This is an optimization exercise on Yosys and OpenROAD, whose aim is small area, a short achievable clock period and few clock cycles per item, not a production implementation. At most, simulation tests tie the RTL to the original design; equivalence was not proved.

==> build 69 <==
// cvu
module cvu (
    input  wire        clk,
    input  wire        rst,
    input  wire        in_valid,
    output wire        in_ready,
    input  wire        in_first,
    input  wire        in_last,
    input  wire [3:0]  in_bytes,
    input  wire [63:0] in_data,
    input  wire [2:0]  cfg_preset,
    input  wire        cfg_chain,
    input  wire [6:0]  cfg_width,
    input  wire [63:0] cfg_poly,
    input  wire [63:0] cfg_init,
    input  wire [63:0] cfg_xorout,
    input  wire        cfg_refin,
    input  wire        cfg_refout,
    output reg         out_valid,
    output reg  [63:0] out_crc,
    output reg  [63:0] out_reg
);
clock: 44.0 ns
lec_check: 0
cap_margin: 20
core_margin: 2
core_utilization: 20
place_density: 0.3
setup_slack_margin: 1.0
slew_margin: 20
run.sh (not shown) runs the stock make flow with config.mk's settings and CLKGATE_MAP_FILE= SYNTH_SCRIPT=/design/flow/synth_recipe.tcl, a recipe that flattens the netlist after the stock synthesis.
==> build 64: changes against build 69 <==
--- a/flow/design.v
+++ b/flow/design.v
@@ -44,56 +44,57 @@
                 4'd6: jsel_in = 8'b0000_0100;
                 4'd7: jsel_in = 8'b0000_0010;
                 default: ;
             endcase
     end
-    reg  [2:0] pre_r;
-    reg        chain_r, refin_r, refout_r, p0_r;
+    reg        refin_r, refout_r, p0_r;
     reg  [5:0] k_r;           
     reg [63:0] poly_r, init_r, xor_r, mu_r;
     reg [63:0] A;             
-    reg [63:0] p_eff, mu_eff, init_eff, xor_eff;
-    reg  [5:0] k_eff;         
-    reg        refin_eff, refout_eff;
-    wire [5:0] k_in = 6'd0 - cfg_width[5:0];
+    reg [63:0] n_poly, n_mu, n_init, n_xor;
+    reg  [5:0] n_k;
+    reg        n_refin, n_refout;
     always @* begin
-        p_eff = poly_r; mu_eff = mu_r; init_eff = init_r; xor_eff = xor_r;
-        k_eff = k_r; refin_eff = refin_r; refout_eff = refout_r;
-        case (pre_r)
-            3'd1: begin
-                p_eff = 64'h1edc6f4100000000; mu_eff = 64'h1f91caf6386f2c24;
-                init_eff = chain_r ? {init_r[31:0], 32'd0} : 64'hffffffff00000000;
-                xor_eff = 64'hffffffff; k_eff = 6'd32; refin_eff = 1'b1; refout_eff = 1'b1;
+        n_poly = cfg_poly; n_mu = 64'd0; n_init = cfg_init; n_xor = cfg_xorout;
+        n_k = 6'd0 - cfg_width[5:0]; n_refin = cfg_refin; n_refout = cfg_refout;
+        case (cfg_preset)
+            3'd1: begin  
+                n_poly = 64'h1edc6f4100000000; n_mu = 64'h1f91caf6386f2c24;
+                n_init = cfg_chain ? {cfg_init[31:0], 32'd0} : 64'hffffffff00000000;
+                n_xor = 64'hffffffff; n_k = 6'd32; n_refin = 1'b1; n_refout = 1'b1;
             end
-            3'd2: begin
-                p_eff = 64'h42f0e1eba9ea3693; mu_eff = 64'h578d29d06cc4f872;
-                init_eff = chain_r ? init_r : 64'd0;
-                xor_eff = 64'd0; k_eff = 6'd0; refin_eff = 1'b0; refout_eff = 1'b0;
+            3'd2: begin  
+                n_poly = 64'h42f0e1eba9ea3693; n_mu = 64'h578d29d06cc4f872;
+                n_init = cfg_chain ? cfg_init : 64'd0;
+                n_xor = 64'd0; n_k = 6'd0; n_refin = 1'b0; n_refout = 1'b0;
             end
-            3'd3: begin
-                p_eff = 64'h42f0e1eba9ea3693; mu_eff = 64'h578d29d06cc4f872;
-                init_eff = chain_r ? init_r : {64{1'b1}};
-                xor_eff = {64{1'b1}}; k_eff = 6'd0; refin_eff = 1'b1; refout_eff = 1'b1;
+            3'd3: begin  
+                n_poly = 64'h42f0e1eba9ea3693; n_mu = 64'h578d29d06cc4f872;
+                n_init = cfg_chain ? cfg_init : {64{1'b1}};
+                n_xor = {64{1'b1}}; n_k = 6'd0; n_refin = 1'b1; n_refout = 1'b1;
             end
-            3'd4: begin
-                p_eff = 64'h04c11db700000000; mu_eff = 64'h04d101df481b4e5a;
-                init_eff = chain_r ? {init_r[31:0], 32'd0} : 64'hffffffff00000000;
-                xor_eff = 64'hffffffff; k_eff = 6'd32; refin_eff = 1'b1; refout_eff = 1'b1;
+            3'd4: begin  
+                n_poly = 64'h04c11db700000000; n_mu = 64'h04d101df481b4e5a;
+                n_init = cfg_chain ? {cfg_init[31:0], 32'd0} : 64'hffffffff00000000;
+                n_xor = 64'hffffffff; n_k = 6'd32; n_refin = 1'b1; n_refout = 1'b1;
             end
-            3'd5: begin
-                p_eff = 64'h1021000000000000; mu_eff = 64'h11303471a041b342;
-                init_eff = chain_r ? {init_r[15:0], 48'd0} : 64'hffff000000000000;
-                xor_eff = 64'd0; k_eff = 6'd48; refin_eff = 1'b0; refout_eff = 1'b0;
+            3'd5: begin  
+                n_poly = 64'h1021000000000000; n_mu = 64'h11303471a041b342;
+                n_init = cfg_chain ? {cfg_init[15:0], 48'd0} : 64'hffff000000000000;
+                n_xor = 64'd0; n_k = 6'd48; n_refin = 1'b0; n_refout = 1'b0;
             end
-            3'd6: begin
-                p_eff = 64'h0700000000000000; mu_eff = 64'h07156a166329dd12;
-                init_eff = chain_r ? {init_r[7:0], 56'd0} : 64'd0;
-                xor_eff = 64'd0; k_eff = 6'd56; refin_eff = 1'b0; refout_eff = 1'b0;
+            3'd6: begin  
+                n_poly = 64'h0700000000000000; n_mu = 64'h07156a166329dd12;
+                n_init = cfg_chain ? {cfg_init[7:0], 56'd0} : 64'd0;
+                n_xor = 64'd0; n_k = 6'd56; n_refin = 1'b0; n_refout = 1'b0;
             end
             default: ;
         endcase
     end
+    wire [63:0] p_eff = poly_r, mu_eff = mu_r, init_eff = init_r, xor_eff = xor_r;
+    wire  [5:0] k_eff = k_r;
+    wire        refin_eff = refin_r, refout_eff = refout_r;
     wire [63:0] sh_in  = s1 ? poly_r : A;
     wire [63:0] sh_out = sh_in << k_r;
     reg [63:0] U;
     reg [31:0] V;
     always @* begin
@@ -7448,18 +7449,17 @@
             first_r <= in_first;
             last_r  <= in_last;
             jsel    <= jsel_in;
         end
         if (run & expf_r) begin
-            pre_r    <= cfg_preset;
-            chain_r  <= cfg_chain;
-            k_r      <= k_in;
-            refin_r  <= cfg_refin;
-            refout_r <= cfg_refout;
-            poly_r   <= cfg_poly;
-            init_r   <= cfg_init;
-            xor_r    <= cfg_xorout;
+            k_r      <= n_k;
+            refin_r  <= n_refin;
+            refout_r <= n_refout;
+            poly_r   <= n_poly;
+            init_r   <= n_init;
+            xor_r    <= n_xor;
+            mu_r     <= n_mu;
         end else if (s1) begin
             poly_r <= U;
             p0_r   <= sh_out[0];
             xor_r  <= xor_r & wmask;
             mu_r   <= 64'd0;
Settings changed: CORE_UTILIZATION 20 to 50, PLACE_DENSITY 0.3 to 0.65, SETUP_SLACK_MARGIN 1.0 to unset.
==> comparison table <==
                                                                                        build 69                  build 64
Outcome                                                                           finished clean            finished clean
Share of cells above drive strength 1                                                     10.98%                    10.82%
Top-count cell post-synth                                                sky130_fd_sc_hd__nor2_1  sky130_fd_sc_hd__xnor2_1
Worst setup slack for register-to-register paths                                        29710 ps                  30890 ps
Number of standard cells after synthesis                                                   12714                     10510
Routed wire length on met3                                                              53.71 mm                  87.24 mm
Met2 track demand over resource                                                           43.89%                    72.77%
Routed metal-1 wirelength                                                               352.7 mm                  171.1 mm
Library cell contributing the largest single delay on the critical path  sky130_fd_sc_hd__nor2_1  sky130_fd_sc_hd__xnor3_1
Worst flop-to-flop path startpoint                                                      pre_r[1]                   refin_r
Routability-driven placement congestion ratio                                             0.9780                     1.156
Chip height                                                                             720.9 µm                  424.6 µm
Area of the multi-input gates                                                          82670 µm²                 69380 µm²
Worst EP required                                                                       44480 ps                  44490 ps
Initial core utilization                                                                  20.06%                    50.27%
No run of this note included a check of the RTL's function; only the layout flow was run.

==> run C <==
Another version of the RTL of cvu (not shown whole).
Settings: LEC_CHECK=0, CAP_MARGIN=20, CORE_MARGIN=2, CORE_UTILIZATION=40, PLACE_DENSITY=0.5, SLEW_MARGIN=50; clock period 44.0 ns.
==> inputs of run K, as changes to run C <==
--- a/flow/design.v
+++ b/flow/design.v
@@ -21,11 +21,11 @@
 );
     integer i1, j1, t1, j2, i3, i4, i7, i8, i9;
     reg acc1;
     reg        ready_r;      
     reg        s1, s2;       
-    reg        valid_r, first_r, last_r, expf_r, pend;
+    reg        valid_r, last_r, expf_r, pend;
     reg  [7:0] jsel;         
     reg  [7:0] jsel_keep;    
     reg [63:0] d_r;          
     assign in_ready = ready_r;
     wire accept  = in_valid & ready_r;
@@ -48,31 +48,35 @@
             endcase
     end
     reg  [6:1] pre;           
     reg        expl, pre23;
     reg        refin_r, refout_r, p0_r;
-    reg  [7:0] isel;          
     reg  [5:0] k_r;           
     reg [63:0] poly_r, init_r, xor_r, mu_r;
     reg [63:0] A;             
-    wire [7:0] isel_in;
-    assign isel_in[0] = ~in_first;                                         
-    assign isel_in[1] = in_first & (expl_in | cfg_chain & ((cfg_preset == 3'd2) | (cfg_preset == 3'd3)));
-    assign isel_in[2] = in_first & cfg_chain & ((cfg_preset == 3'd1) | (cfg_preset == 3'd4));
-    assign isel_in[3] = in_first & cfg_chain & (cfg_preset == 3'd5);
-    assign isel_in[4] = in_first & cfg_chain & (cfg_preset == 3'd6);
-    assign isel_in[5] = in_first & ~cfg_chain & ((cfg_preset == 3'd1) | (cfg_preset == 3'd4));
-    assign isel_in[6] = in_first & ~cfg_chain & (cfg_preset == 3'd3);
-    assign isel_in[7] = in_first & ~cfg_chain & (cfg_preset == 3'd5);
-    wire refin_in = in_first ? (expl_in ? cfg_refin :
-                                (cfg_preset == 3'd1) | (cfg_preset == 3'd3) | (cfg_preset == 3'd4))
-                             : refin_r;
+    reg [63:0] F;             
+    reg [63:0] init_in;
+    always @* begin
+        init_in = 64'd0;
+        case (cfg_preset)
+            3'd1, 3'd4: init_in = cfg_chain ? {cfg_init[31:0], 32'd0} : 64'hffffffff00000000;
+            3'd2:       init_in = cfg_chain ? cfg_init : 64'd0;
+            3'd3:       init_in = cfg_chain ? cfg_init : {64{1'b1}};
+            3'd5:       init_in = cfg_chain ? {cfg_init[15:0], 48'd0} : 64'hffff000000000000;
+            3'd6:       init_in = cfg_chain ? {cfg_init[7:0], 56'd0} : 64'd0;
+            default:    ;
+        endcase
+    end
+    wire refin_in = expl_in ? cfg_refin :
+                    (cfg_preset == 3'd1) | (cfg_preset == 3'd3) | (cfg_preset == 3'd4);
+    wire        refin_b = in_first ? refin_in : refin_r;
     reg  [63:0] d_in;
     always @* begin
         for (i4 = 0; i4 < 64; i4 = i4 + 1)
-            d_in[i4] = refin_in ? in_data[63-i4] : in_data[8*(7 - i4/8) + (i4%8)];
+            d_in[i4] = refin_b ? in_data[63-i4] : in_data[8*(7 - i4/8) + (i4%8)];
     end
+    wire [63:0] D = d_r;
     reg [63:0] p_eff, mu_eff, xor_eff;
     reg  [5:0] k_eff;
     reg        refout_eff;
     always @* begin
         p_eff  = expl ? poly_r : 64'd0;
@@ -84,11 +88,11 @@
         if (pre[6]) begin p_eff = p_eff | 64'h0700000000000000; mu_eff = mu_eff | 64'h07156a166329dd12; end
         xor_eff    = expl ? xor_r : (pre[1] | pre[4]) ? 64'hffffffff : pre[3] ? {64{1'b1}} : 64'd0;
         k_eff      = expl ? k_r : (pre[1] | pre[4]) ? 6'd32 : pre[5] ? 6'd48 : pre[6] ? 6'd56 : 6'd0;
         refout_eff = expl ? refout_r : (pre[1] | pre[3] | pre[4]);
     end
-    wire [63:0] sh_in  = s1 ? poly_r : A;
+    wire [63:0] sh_in  = s1 ? poly_r : init_r;
     wire [63:0] sh_out = sh_in << k_r;
     reg [63:0] U;
     reg [31:0] V;
     always @* begin
         U[0] = 1'b1;
@@ -114,26 +118,18 @@
     reg [63:0] wmask;
     always @* begin
         for (i3 = 0; i3 < 64; i3 = i3 + 1)
             wmask[i3] = ({1'b0, k_r} + i3[6:0] < 7'd64);
     end
-    wire [63:0] A_cur = ({64{isel[0]}} & A)
-                      | ({64{isel[1]}} & init_r)
-                      | ({64{isel[2]}} & {init_r[31:0], 32'd0})
-                      | ({64{isel[3]}} & {init_r[15:0], 48'd0})
-                      | ({64{isel[4]}} & {init_r[7:0], 56'd0})
-                      | ({64{isel[5]}} & 64'hffffffff00000000)
-                      | ({64{isel[6]}} & {64{1'b1}})
-                      | ({64{isel[7]}} & 64'hffff000000000000);
-    wire [63:0] X     = A_cur ^ d_r;
+    wire [63:0] X = A ^ D;
     reg  [63:0] S, Xup;
     always @* begin
         S = 64'd0; Xup = 64'd0;
         for (i7 = 0; i7 < 8; i7 = i7 + 1)
             if (jsel[i7]) begin
                 S   = S   | (X >> (8 * i7));
-                Xup = Xup | (A_cur << (64 - 8 * i7));
+                Xup = Xup | (A << (64 - 8 * i7));
             end
     end
     wire [63:0] Hq, R;
     wire h_0 = S[63] & mu_eff[63];
     wire h_1 = S[63] & mu_eff[62];
@@ -6684,15 +6680,15 @@
             pal_back[i8] = poly_r[64-i8];
     end
     reg  [5:0] res_k;
     reg        res_refout;
     reg [63:0] res_xor;
-    wire [63:0] A_sh = A >> res_k;
-    reg  [63:0] A_rev;
+    wire [63:0] F_sh = F >> res_k;
+    reg  [63:0] F_rev;
     always @* begin
         for (i9 = 0; i9 < 64; i9 = i9 + 1)
-            A_rev[i9] = A[63-i9];
+            F_rev[i9] = F[63-i9];
     end
     always @(posedge clk) begin
         if (rst) begin
             s1      <= 1'b0;
             s2      <= 1'b0;
@@ -6711,12 +6707,10 @@
             pend    <= go & last_r;
         end
         out_valid <= ~rst & pend;
         if (run) begin
             d_r     <= d_in;
-            first_r <= in_first;
-            isel    <= isel_in;
             last_r  <= in_last;
         end
         if (run)
             jsel <= jsel_in;
         else if (s1)
@@ -6743,22 +6737,25 @@
         end else if (s1) begin
             poly_r <= U;
             p0_r   <= sh_out[0];
             xor_r  <= xor_r & wmask;
             mu_r   <= 64'd0;
-            init_r <= V_sq ^ d_r;
         end else if (s2) begin
             poly_r <= pal_back;
-            init_r <= sh_out;
             mu_r   <= mu_new;
         end
-        if (s1)
-            A <= init_r;
+        if (accept & in_first)
+            A <= init_in;
+        else if (s1)
+            A <= V_sq ^ D;
+        else if (s2)
+            A <= sh_out;
         else if (go)
             A <= Fin;
+        F <= Fin;
         res_k      <= k_eff;
         res_refout <= refout_eff;
         res_xor    <= xor_eff;
-        out_reg <= A_sh;
-        out_crc <= (res_refout ? A_rev : A_sh) ^ res_xor;
+        out_reg <= F_sh;
+        out_crc <= (res_refout ? F_rev : F_sh) ^ res_xor;
     end
 endmodule
==> flow/flow/run.sh (new file) <==
#!/bin/bash
# The standard layout (the standard.sh: ORFS synthesis, floorplan, placement,
# CTS, routing) at the design's clock and constraints, with two changes:
#  - the buffers that buffer_ports puts on every input and output port are
#    buf_2 cells instead of the tool's default choice;
#  - ORFS's repair_timing steps (after CTS and after global routing) aim for
#    34.2 ns of setup slack instead of 0, so that they also shorten paths that
#    already meet the 44 ns clock.
# The make output goes to standard.log; ORFS keeps each step's log under orfs/logs.
set -euo pipefail
export BUFFER_PORTS_ARGS="-buffer_cell sky130_fd_sc_hd__buf_2"
export SETUP_SLACK_MARGIN=34.2
bash standard.sh > standard.log 2>&1
==> flow/standard.sh (new file) <==
#!/bin/bash
# synth_recipe.tcl (not shown) runs the flow's synth.tcl, then flattens the netlist and writes it again
# the make line also repeats each setting of config.mk as NAME=value (left out here)
make -C /OpenROAD-flow-scripts/flow DESIGN_CONFIG=/design/flow/config.mk WORK_HOME=/design/flow/orfs CLKGATE_MAP_FILE= SYNTH_SCRIPT=/design/flow/synth_recipe.tcl "${@:-finish}"
removed: flow/run.sh
==> inputs of run E, as changes to run C <==
--- a/flow/design.v
+++ b/flow/design.v
@@ -21,11 +21,11 @@
 );
     integer i1, j1, t1, j2, i3, i4, i7, i8, i9;
     reg acc1;
     reg        ready_r;      
     reg        s1, s2;       
-    reg        valid_r, first_r, last_r, expf_r, pend;
+    reg        valid_r, last_r, expf_r, pend;
     reg  [7:0] jsel;         
     reg  [7:0] jsel_keep;    
     reg [63:0] d_r;          
     assign in_ready = ready_r;
     wire accept  = in_valid & ready_r;
@@ -48,31 +48,35 @@
             endcase
     end
     reg  [6:1] pre;           
     reg        expl, pre23;
     reg        refin_r, refout_r, p0_r;
-    reg  [7:0] isel;          
     reg  [5:0] k_r;           
-    reg [63:0] poly_r, init_r, xor_r, mu_r;
+    reg [63:0] poly_r, xor_r, mu_r;
     reg [63:0] A;             
-    wire [7:0] isel_in;
-    assign isel_in[0] = ~in_first;                                         
-    assign isel_in[1] = in_first & (expl_in | cfg_chain & ((cfg_preset == 3'd2) | (cfg_preset == 3'd3)));
-    assign isel_in[2] = in_first & cfg_chain & ((cfg_preset == 3'd1) | (cfg_preset == 3'd4));
-    assign isel_in[3] = in_first & cfg_chain & (cfg_preset == 3'd5);
-    assign isel_in[4] = in_first & cfg_chain & (cfg_preset == 3'd6);
-    assign isel_in[5] = in_first & ~cfg_chain & ((cfg_preset == 3'd1) | (cfg_preset == 3'd4));
-    assign isel_in[6] = in_first & ~cfg_chain & (cfg_preset == 3'd3);
-    assign isel_in[7] = in_first & ~cfg_chain & (cfg_preset == 3'd5);
-    wire refin_in = in_first ? (expl_in ? cfg_refin :
-                                (cfg_preset == 3'd1) | (cfg_preset == 3'd3) | (cfg_preset == 3'd4))
-                             : refin_r;
+    reg [63:0] F;             
+    reg [63:0] init_in;
+    always @* begin
+        init_in = cfg_init;
+        case (cfg_preset)
+            3'd1, 3'd4: init_in = cfg_chain ? {cfg_init[31:0], 32'd0} : 64'hffffffff00000000;
+            3'd2:       init_in = cfg_chain ? cfg_init : 64'd0;
+            3'd3:       init_in = cfg_chain ? cfg_init : {64{1'b1}};
+            3'd5:       init_in = cfg_chain ? {cfg_init[15:0], 48'd0} : 64'hffff000000000000;
+            3'd6:       init_in = cfg_chain ? {cfg_init[7:0], 56'd0} : 64'd0;
+            default:    ;
+        endcase
+    end
+    wire refin_in = expl_in ? cfg_refin :
+                    (cfg_preset == 3'd1) | (cfg_preset == 3'd3) | (cfg_preset == 3'd4);
+    wire        refin_b = in_first ? refin_in : refin_r;
     reg  [63:0] d_in;
     always @* begin
         for (i4 = 0; i4 < 64; i4 = i4 + 1)
-            d_in[i4] = refin_in ? in_data[63-i4] : in_data[8*(7 - i4/8) + (i4%8)];
+            d_in[i4] = refin_b ? in_data[63-i4] : in_data[8*(7 - i4/8) + (i4%8)];
     end
+    wire [63:0] D = d_r;
     reg [63:0] p_eff, mu_eff, xor_eff;
     reg  [5:0] k_eff;
     reg        refout_eff;
     always @* begin
         p_eff  = expl ? poly_r : 64'd0;
@@ -84,11 +88,11 @@
         if (pre[6]) begin p_eff = p_eff | 64'h0700000000000000; mu_eff = mu_eff | 64'h07156a166329dd12; end
         xor_eff    = expl ? xor_r : (pre[1] | pre[4]) ? 64'hffffffff : pre[3] ? {64{1'b1}} : 64'd0;
         k_eff      = expl ? k_r : (pre[1] | pre[4]) ? 6'd32 : pre[5] ? 6'd48 : pre[6] ? 6'd56 : 6'd0;
         refout_eff = expl ? refout_r : (pre[1] | pre[3] | pre[4]);
     end
-    wire [63:0] sh_in  = s1 ? poly_r : A;
+    wire [63:0] sh_in  = s1 ? poly_r : F;
     wire [63:0] sh_out = sh_in << k_r;
     reg [63:0] U;
     reg [31:0] V;
     always @* begin
         U[0] = 1'b1;
@@ -114,26 +118,18 @@
     reg [63:0] wmask;
     always @* begin
         for (i3 = 0; i3 < 64; i3 = i3 + 1)
             wmask[i3] = ({1'b0, k_r} + i3[6:0] < 7'd64);
     end
-    wire [63:0] A_cur = ({64{isel[0]}} & A)
-                      | ({64{isel[1]}} & init_r)
-                      | ({64{isel[2]}} & {init_r[31:0], 32'd0})
-                      | ({64{isel[3]}} & {init_r[15:0], 48'd0})
-                      | ({64{isel[4]}} & {init_r[7:0], 56'd0})
-                      | ({64{isel[5]}} & 64'hffffffff00000000)
-                      | ({64{isel[6]}} & {64{1'b1}})
-                      | ({64{isel[7]}} & 64'hffff000000000000);
-    wire [63:0] X     = A_cur ^ d_r;
+    wire [63:0] X = A ^ D;
     reg  [63:0] S, Xup;
     always @* begin
         S = 64'd0; Xup = 64'd0;
         for (i7 = 0; i7 < 8; i7 = i7 + 1)
             if (jsel[i7]) begin
                 S   = S   | (X >> (8 * i7));
-                Xup = Xup | (A_cur << (64 - 8 * i7));
+                Xup = Xup | (A << (64 - 8 * i7));
             end
     end
     wire [63:0] Hq, R;
     wire h_0 = S[63] & mu_eff[63];
     wire h_1 = S[63] & mu_eff[62];
@@ -6684,15 +6680,15 @@
             pal_back[i8] = poly_r[64-i8];
     end
     reg  [5:0] res_k;
     reg        res_refout;
     reg [63:0] res_xor;
-    wire [63:0] A_sh = A >> res_k;
-    reg  [63:0] A_rev;
+    wire [63:0] F_sh = F >> res_k;
+    reg  [63:0] F_rev;
     always @* begin
         for (i9 = 0; i9 < 64; i9 = i9 + 1)
-            A_rev[i9] = A[63-i9];
+            F_rev[i9] = F[63-i9];
     end
     always @(posedge clk) begin
         if (rst) begin
             s1      <= 1'b0;
             s2      <= 1'b0;
@@ -6711,12 +6707,10 @@
             pend    <= go & last_r;
         end
         out_valid <= ~rst & pend;
         if (run) begin
             d_r     <= d_in;
-            first_r <= in_first;
-            isel    <= isel_in;
             last_r  <= in_last;
         end
         if (run)
             jsel <= jsel_in;
         else if (s1)
@@ -6736,29 +6730,34 @@
             pre23    <= (cfg_preset == 3'd2) | (cfg_preset == 3'd3);
             k_r      <= 6'd0 - cfg_width[5:0];
             refin_r  <= refin_in;
             refout_r <= cfg_refout;
             poly_r   <= cfg_poly;
-            init_r   <= cfg_init;
             xor_r    <= cfg_xorout;
         end else if (s1) begin
             poly_r <= U;
             p0_r   <= sh_out[0];
             xor_r  <= xor_r & wmask;
             mu_r   <= 64'd0;
-            init_r <= V_sq ^ d_r;
         end else if (s2) begin
             poly_r <= pal_back;
-            init_r <= sh_out;
             mu_r   <= mu_new;
         end
-        if (s1)
-            A <= init_r;
+        if (accept & in_first)
+            A <= init_in;
+        else if (s1)
+            A <= V_sq ^ D;     
+        else if (s2)
+            A <= sh_out;
         else if (go)
             A <= Fin;
+        if (s1)
+            F <= A;            
+        else
+            F <= Fin;
         res_k      <= k_eff;
         res_refout <= refout_eff;
         res_xor    <= xor_eff;
-        out_reg <= A_sh;
-        out_crc <= (res_refout ? A_rev : A_sh) ^ res_xor;
+        out_reg <= F_sh;
+        out_crc <= (res_refout ? F_rev : F_sh) ^ res_xor;
     end
 endmodule
==> flow/flow/run.sh (new file) <==
#!/bin/bash
# The standard layout (the standard.sh: ORFS synthesis, floorplan, placement,
# CTS, routing) at the design's clock and constraints, with two changes:
#  - the buffers that buffer_ports puts on every input and output port are
#    buf_2 cells instead of the tool's default choice;
#  - ORFS's repair_timing steps (after CTS and after global routing) aim for
#    34.2 ns of setup slack instead of 0, so that they also shorten paths that
#    already meet the 44 ns clock.
# The make output goes to standard.log; ORFS keeps each step's log under orfs/logs.
set -euo pipefail
export BUFFER_PORTS_ARGS="-buffer_cell sky130_fd_sc_hd__buf_2"
export SETUP_SLACK_MARGIN=34.2
bash standard.sh > standard.log 2>&1
==> flow/standard.sh (new file) <==
#!/bin/bash
# synth_recipe.tcl (not shown) runs the flow's synth.tcl, then flattens the netlist and writes it again
# the make line also repeats each setting of config.mk as NAME=value (left out here)
make -C /OpenROAD-flow-scripts/flow DESIGN_CONFIG=/design/flow/config.mk WORK_HOME=/design/flow/orfs CLKGATE_MAP_FILE= SYNTH_SCRIPT=/design/flow/synth_recipe.tcl "${@:-finish}"
--- a/flow/config.mk
+++ b/flow/config.mk
@@ -7,6 +7,6 @@
 export LEC_CHECK = 0
 export CAP_MARGIN = 20
 export CORE_MARGIN = 2
 export CORE_UTILIZATION = 40
 export PLACE_DENSITY = 0.5
-export SLEW_MARGIN = 50
+export SLEW_MARGIN = 20
removed: flow/run.sh
==> qor summary <==
item                                                                                           run C                    run E                    run K
Result of the run                                                            complete, no violations  complete, no violations  complete, no violations
Share of synthesized cell area in full adder, half adder and majority cells                  0.0973%                  0.0971%                  0.0947%
Clock latency at the later pin of the worst-skew pair                                        0.73 ns                  0.71 ns                  0.73 ns
Largest incremental delay on the critical path                                               0.62 ns                  0.83 ns                  0.83 ns
Non-Clock Buffer Area Fraction                                                                 8.33%                    7.57%                    7.11%
Share of synthesized area occupied by flip-flops and latches                                   18.6%                    17.6%                    19.3%
Placed inst area                                                                          101000 um2                96800 um2               100000 um2
Number of antenna repair diodes                                                                   52                       19                       20
Register area                                                                              16800 um2                16100 um2                18000 um2
Share of cell area taken by flip-flops and latches                                             16.2%                    15.8%                    17.1%
Global-route met3 utilization                                                                  19.3%                    15.9%                    11.7%
Avg WL per Cell                                                                              39.6 um                  39.4 um                  39.0 um
Testbench counts of run K, summed over its fixed seeds: cycles 16,701, bytes 125,702.
Testbench counts of run E, summed over its fixed seeds: cycles 16,701, bytes 125,702.
The RTL of run C was laid out without a check of its function.

-- what the ideal ports hide --
No port has a modelled driver above. Below, the same layouts with a new extraction and two added sets of constraints. Step 1, drivers: a clkbuf_16 drives clk and a buf_2 each remaining input, both assumed. Step 2 adds t to the input delays and takes it off the output delays; t is the mean of the earliest and latest rising clock arrival at the registers after step 1. Input paths then give back, and output paths get back, about the clock's delay inside the block. a / b / c = no drivers / after step 1 / after step 2; a / b = the first two.
run | shift t [ns] | slack for setup (ns) | slew at the worst register clock pin (ns)
build 69 | 0.765 | 29.707 / 29.707 / 29.707 | 0.08 / 0.08
build 64 | 0.795 | 30.889 / 30.889 / 30.889 | 0.10 / 0.10
run C | 0.790 | 33.309 / 33.291 / 32.501 | 0.08 / 0.08
run K | 0.781 | 33.993 / 33.927 / 33.262 | 0.07 / 0.07
run E | 0.772 | 33.815 / 33.815 / 33.212 | 0.07 / 0.07
After both steps setup and hold are still met in every run listed. The setup slack of run C, which loses most, moves by -0.018 ns with the drivers and by -0.808 ns with both steps.
